This design comes from an exercise in tuning for small area on the open sky130 flow, not from production work. Where RTL was checked, it was by simulation tests only, not by an equivalence proof against the original. Power and IR drop assume default switching activity. No driver is modelled on the clock port, so clocking that relies on it looks cheaper here than on a real chip.

== v30 ==
==> flow/design.v (excerpt) <==
module sinc4_decim (
    input  wire         clk,
    input  wire         rst,
    input  wire   [1:0] osr_sel,
    input  wire   [7:0] inv,
    input  wire [255:0] offset,      
    input  wire  [30:0] ovr_lim,
    input  wire         bit_valid,
    input  wire   [7:0] bits,
    output reg          out_valid,
    output wire   [2:0] out_ch,
    output reg   [31:0] out_data,
    output reg          out_ovr
);
    wire r64 = (osr_sel == 2'd0) | (osr_sel == 2'd3);
    wire r32 = (osr_sel == 2'd1);
    reg        phase;        
    reg        nofirst;      
    reg  [4:0] pc;           
    reg  [1:0] blk;          
    reg  [2:0] cnt;          
    reg        pr_dec;       
    reg        pr_shift;     
    reg        pr_hi;        
    reg  [4:0] pr_o2;        
    reg  [1:0] pr_blk;       
    reg  [1:0] ph;           
    reg        init;         
    wire [4:0] pc_last = r64 ? 5'd31 : r32 ? 5'd15 : 5'd7;
    wire       take    = bit_valid & ~rst;
  ...
==> flow/config.mk <==
export PLATFORM = sky130hd
export DESIGN_NAME = sinc4_decim
export DESIGN_NICKNAME = sinc4_decim
export VERILOG_FILES = /design/flow/design.v
export SDC_FILE = /design/flow/constraint.sdc
export NUM_CORES = 4
export LEC_CHECK = 0
export CAP_MARGIN = 20
export CORE_MARGIN = 2
export CORE_UTILIZATION = 55
export PLACE_DENSITY = 0.7
export SLEW_MARGIN = 20
==> flow/constraint.sdc <==
create_clock -name core_clock -period 20.0 [get_ports {clk}]
set_input_delay 4.0000 -clock core_clock [delete_from_list [all_inputs] [get_ports {clk}]]
set_output_delay 4.0000 -clock core_clock [all_outputs]
set_load 0.01 [all_outputs]
standard.sh (not shown) runs the stock make flow with config.mk's settings and CLKGATE_MAP_FILE= SYNTH_SCRIPT=/design/flow/synth_recipe.tcl, a recipe that flattens the netlist after the stock synthesis.
==> flow/flow/run.sh <==
#!/bin/bash
# The standard layout (standard.sh), with two changes: the port buffers are
# the smallest buffer cell, and clock tree synthesis uses small clock
# buffers, larger sink clusters and no dummy loads.
set -euo pipefail
export BUFFER_PORTS_ARGS="-buffer_cell sky130_fd_sc_hd__buf_1"
export CTS_ARGS="-sink_clustering_enable -repair_clock_nets -dont_use_dummy_load -buf_list {sky130_fd_sc_hd__clkbuf_4 sky130_fd_sc_hd__clkbuf_8} -sink_clustering_size 20"
bash standard.sh > standard.log 2>&1
v30: flow completed, timing, DRC and antenna clean
Edits applied to the flow inputs when going from v30 to v34:
Settings: a change of CORE_UTILIZATION from 55 to 40; a change of PLACE_DENSITY from 0.7 to 0.6.
==> flow/run.sh (new file) <==
#!/bin/bash
# synth_recipe.tcl (not shown) runs the flow's synth.tcl, then flattens the netlist and writes it again
# the make line also repeats each setting of config.mk as NAME=value (left out here)
make -C /OpenROAD-flow-scripts/flow DESIGN_CONFIG=/design/flow/config.mk WORK_HOME=/design/flow/orfs CLKGATE_MAP_FILE= SYNTH_SCRIPT=/design/flow/synth_recipe.tcl finish
removed: flow/flow/run.sh
removed: flow/standard.sh
### Flow results
v30 completed every stage of the flow, and the final layout passed the timing, design-rule and antenna checks. v34 finished all stages; the layout is clean. Total stage count of the critical path on v34 is down relative to v30. Compared with v30, v34 shows a higher final-layout worst hold slack. Endpoint of the most critical setup path = out_data[0]$_DFF_P_: v34; endpoint of the most critical setup path = out_data[11]$_DFF_P_: v30. v30 → v34: combined global-route utilization of all metal layers saw a decrease, power went up 0.58 mW, number of violations reported at the end of detailed-routing iteration 0 decreased 364.
### v34 -> v19
Settings: a change of CORE_UTILIZATION from 40 to 65; a change of PLACE_DENSITY from 0.6 to 0.8.
==> flow/flow/run.sh (new file) <==
#!/bin/bash
# The standard layout (standard.sh), with two changes: the port buffers are
# the smallest buffer cell, and clock tree synthesis uses small clock
# buffers, larger sink clusters and no dummy loads.
set -euo pipefail
export BUFFER_PORTS_ARGS="-buffer_cell sky130_fd_sc_hd__buf_1"
export CTS_ARGS="-sink_clustering_enable -repair_clock_nets -dont_use_dummy_load -buf_list {sky130_fd_sc_hd__clkbuf_16} -sink_clustering_size 30 -sink_clustering_max_diameter 100"
bash standard.sh > standard.log 2>&1
==> flow/standard.sh (new file) <==
#!/bin/bash
# synth_recipe.tcl (not shown) runs the flow's synth.tcl, then flattens the netlist and writes it again
# the make line also repeats each setting of config.mk as NAME=value (left out here)
make -C /OpenROAD-flow-scripts/flow DESIGN_CONFIG=/design/flow/config.mk WORK_HOME=/design/flow/orfs CLKGATE_MAP_FILE= SYNTH_SCRIPT=/design/flow/synth_recipe.tcl "${@:-finish}"
removed: flow/run.sh
### Flow results
Going from v34 to v19, the post-route minimum period was found to have gone down by 0.076 ns. Compared to v34, v19 has number of inserted filler cells in the final layout 52% lower. v19 vs v34 on routed wire length: v19 is the lower one.
For v35, these inputs were changed with respect to v19:
Settings: changing SLEW_MARGIN from 20 to 10; changing CAP_MARGIN from 20 to 10.
diff --git a/flow/flow/run.sh b/flow/flow/run.sh
--- a/flow/flow/run.sh
+++ b/flow/flow/run.sh
@@ -7 +7 @@
-export CTS_ARGS="-sink_clustering_enable -repair_clock_nets -dont_use_dummy_load -buf_list {sky130_fd_sc_hd__clkbuf_16} -sink_clustering_size 30 -sink_clustering_max_diameter 100"
+export CTS_ARGS="-sink_clustering_enable -repair_clock_nets -dont_use_dummy_load -buf_list {sky130_fd_sc_hd__clkbuf_8} -sink_clustering_size 18 -sink_clustering_max_diameter 100"
==> comparison <==
Delta (v35 minus v19): summed area of non-filler cells in the final layout went down, worst path setup slack after routing went up, headroom to the max-slew limit went up.
On CTS sink count, v35 and v19 are basically level.
Total power (v35 vs. v19) decreases by a few percent
Compared with v19, v35 shows a cell count that is 18 higher.
Between v35 and v19, the routing usage on met1 figures differ only marginally.


Another version of the RTL of sinc4_decim (not shown whole).
Size: about 3,600 cells after synthesis, roughly 1,000 flip-flops, about 350 I/O pins.
clock: 20.0 ns
lec_check: 0
abc_area: 1
cap_margin: 10
core_margin: 2
core_utilization: 65
place_density: 0.8
slew_margin: 10
==> flow/flow/run.sh <==
#!/bin/bash
# The standard layout (standard.sh), with two changes: the port buffers are
# the smallest buffer cell, and clock tree synthesis uses small clock
# buffers, larger sink clusters and no dummy loads.
set -euo pipefail
export BUFFER_PORTS_ARGS="-buffer_cell sky130_fd_sc_hd__buf_1"
export CTS_ARGS="-sink_clustering_enable -repair_clock_nets -dont_use_dummy_load -buf_list {sky130_fd_sc_hd__clkbuf_8} -sink_clustering_size 16 -sink_clustering_max_diameter 100"
bash standard.sh > standard.log 2>&1
The baseline went through all stages and came out clean.
==> next run, changes <==
- CORE_UTILIZATION: 65 -> 72
- PLACE_DENSITY: 0.8 -> 0.86
Critical path depth grows by 3; cell count decreases slightly; worst setup slack is worse by 0.11 ns; area after synthesis does not change; first-iteration DRC count increases by about a fifth.
==> next run, changes <==
- ABC_AREA: 1 -> unset
- CORE_UTILIZATION: 72 -> 65
- PLACE_DENSITY: 0.86 -> 0.8
After rerunning: The new run completed without violations; non-clock buffer count increases by 11; power increases by a few percent; cell count barely changes; critical path depth fell by 4; sequential power barely changes; cell area grows by a few percent.


sinc4_decim, a different RTL version from the one above (not shown whole).
Size: roughly 3800 cells after synthesis, ~1000 flip-flops, ~350 I/O pins.
clock: 20.0 ns
lec_check: 0
cap_margin: 20
core_margin: 2
core_utilization: 40
place_density: 0.6
slew_margin: 20
run.sh (not shown) runs the stock make flow with config.mk's settings and CLKGATE_MAP_FILE= SYNTH_SCRIPT=/design/flow/synth_recipe.tcl, a recipe that flattens the netlist after the stock synthesis.
Stock flow here: none of the scripts above is used.
The baseline finished clean.
Rerun with:
- CORE_UTILIZATION: 40 -> 55
- CTS_BUF_LIST: not set -> sky130_fd_sc_hd__clkbuf_4 sky130_fd_sc_hd__clkbuf_8
- CTS_CLUSTER_SIZE: not set -> 20
- PLACE_DENSITY: 0.6 -> 0.7
After rerunning:
- final area went down by 2.2%
- combinational power stays flat
- non-clock buffer count went down by 40
- global-route usage went up by 7.0 points
- critical path depth went down by 22
- cell count went down by 6.2%
- count of clock-buffer cells in the layout went up by 98
- worst setup slack improved by 4.0 ps
- via count went up by 1.2%
Rerun with:
==> flow/flow/run.sh (new file) <==
#!/bin/bash
# The standard layout (standard.sh), with two changes: the port buffers are
# the smallest buffer cell, and clock tree synthesis uses small clock
# buffers, larger sink clusters and no dummy loads.
set -euo pipefail
export BUFFER_PORTS_ARGS="-buffer_cell sky130_fd_sc_hd__buf_1"
export CTS_ARGS="-sink_clustering_enable -repair_clock_nets -dont_use_dummy_load -buf_list {sky130_fd_sc_hd__clkbuf_4 sky130_fd_sc_hd__clkbuf_8} -sink_clustering_size 20"
bash standard.sh > standard.log 2>&1
==> flow/standard.sh (new file) <==
#!/bin/bash
# synth_recipe.tcl (not shown) runs the flow's synth.tcl, then flattens the netlist and writes it again
# the make line also repeats each setting of config.mk as NAME=value (left out here)
make -C /OpenROAD-flow-scripts/flow DESIGN_CONFIG=/design/flow/config.mk WORK_HOME=/design/flow/orfs CLKGATE_MAP_FILE= SYNTH_SCRIPT=/design/flow/synth_recipe.tcl "${@:-finish}"
- CTS_BUF_LIST: sky130_fd_sc_hd__clkbuf_4 sky130_fd_sc_hd__clkbuf_8 -> not set
- CTS_CLUSTER_SIZE: 20 -> not set
removed: flow/run.sh
After rerunning: The changed run produced a clean layout; utilization goes down by 4.7 points; hold slack degrades by 25 ps; total power is lower by 8.3%; fmax climbs by 0.63%.
Function was not checked in any run of this note: the RTL went through the layout flow alone.

==> static timing again, ports no longer ideal <==
Ports are ideal in the flow. The routed layouts listed here were re-timed in OpenROAD.
Step 1 assumes that a clkbuf_16 drives the clock port and a buf_2 every other input.
Step 2 also shifts input and output timing later by t, the mid clock arrival at the registers, as if the neighbouring blocks saw the same clock.
Slacks: ideal ports / drivers / drivers and shift; pairs: ideal ports / drivers.
run	t (ns)	setup WS [ns]	hold WS [ns]	latest minus earliest clock arrival (ns)
v30	0.833	1.135 / 1.162 / 0.329	0.283 / 0.283 / 0.283	0.084 / 0.084
v34	0.711	0.754 / 0.745 / 0.034	0.302 / 0.302 / 0.302	0.042 / 0.042
v19	0.654	0.829 / 0.831 / 0.176	0.278 / 0.278 / 0.278	0.101 / 0.101
v35	0.767	0.854 / 0.857 / 0.090	0.267 / 0.267 / 0.267	0.087 / 0.088
the first run of note 2	0.736	0.953 / 0.972 / 0.236	0.306 / 0.306 / 0.306	0.054 / 0.055
the second run of note 2	0.742	0.842 / 0.869 / 0.126	0.274 / 0.274 / 0.274	0.093 / 0.093
the third run of note 2	0.736	1.042 / 1.070 / 0.334	0.311 / 0.311 / 0.311	0.052 / 0.053
the first run of note 3	0.752	0.525 / 0.574 / -0.178	0.271 / 0.271 / 0.271	0.066 / 0.066
the second run of note 3	0.859	0.529 / 0.526 / -0.334	0.296 / 0.296 / 0.296	0.053 / 0.053
the third run of note 3	0.831	0.652 / 0.691 / -0.140	0.271 / 0.271 / 0.271	0.098 / 0.098
Met with ideal ports but missed after step 2: setup timing in the first run of note 3, the second run of note 3 and the third run of note 3. The setup slack of the second run of note 3, which loses most, moves by -0.003 ns with the drivers and by -0.863 ns with both steps.
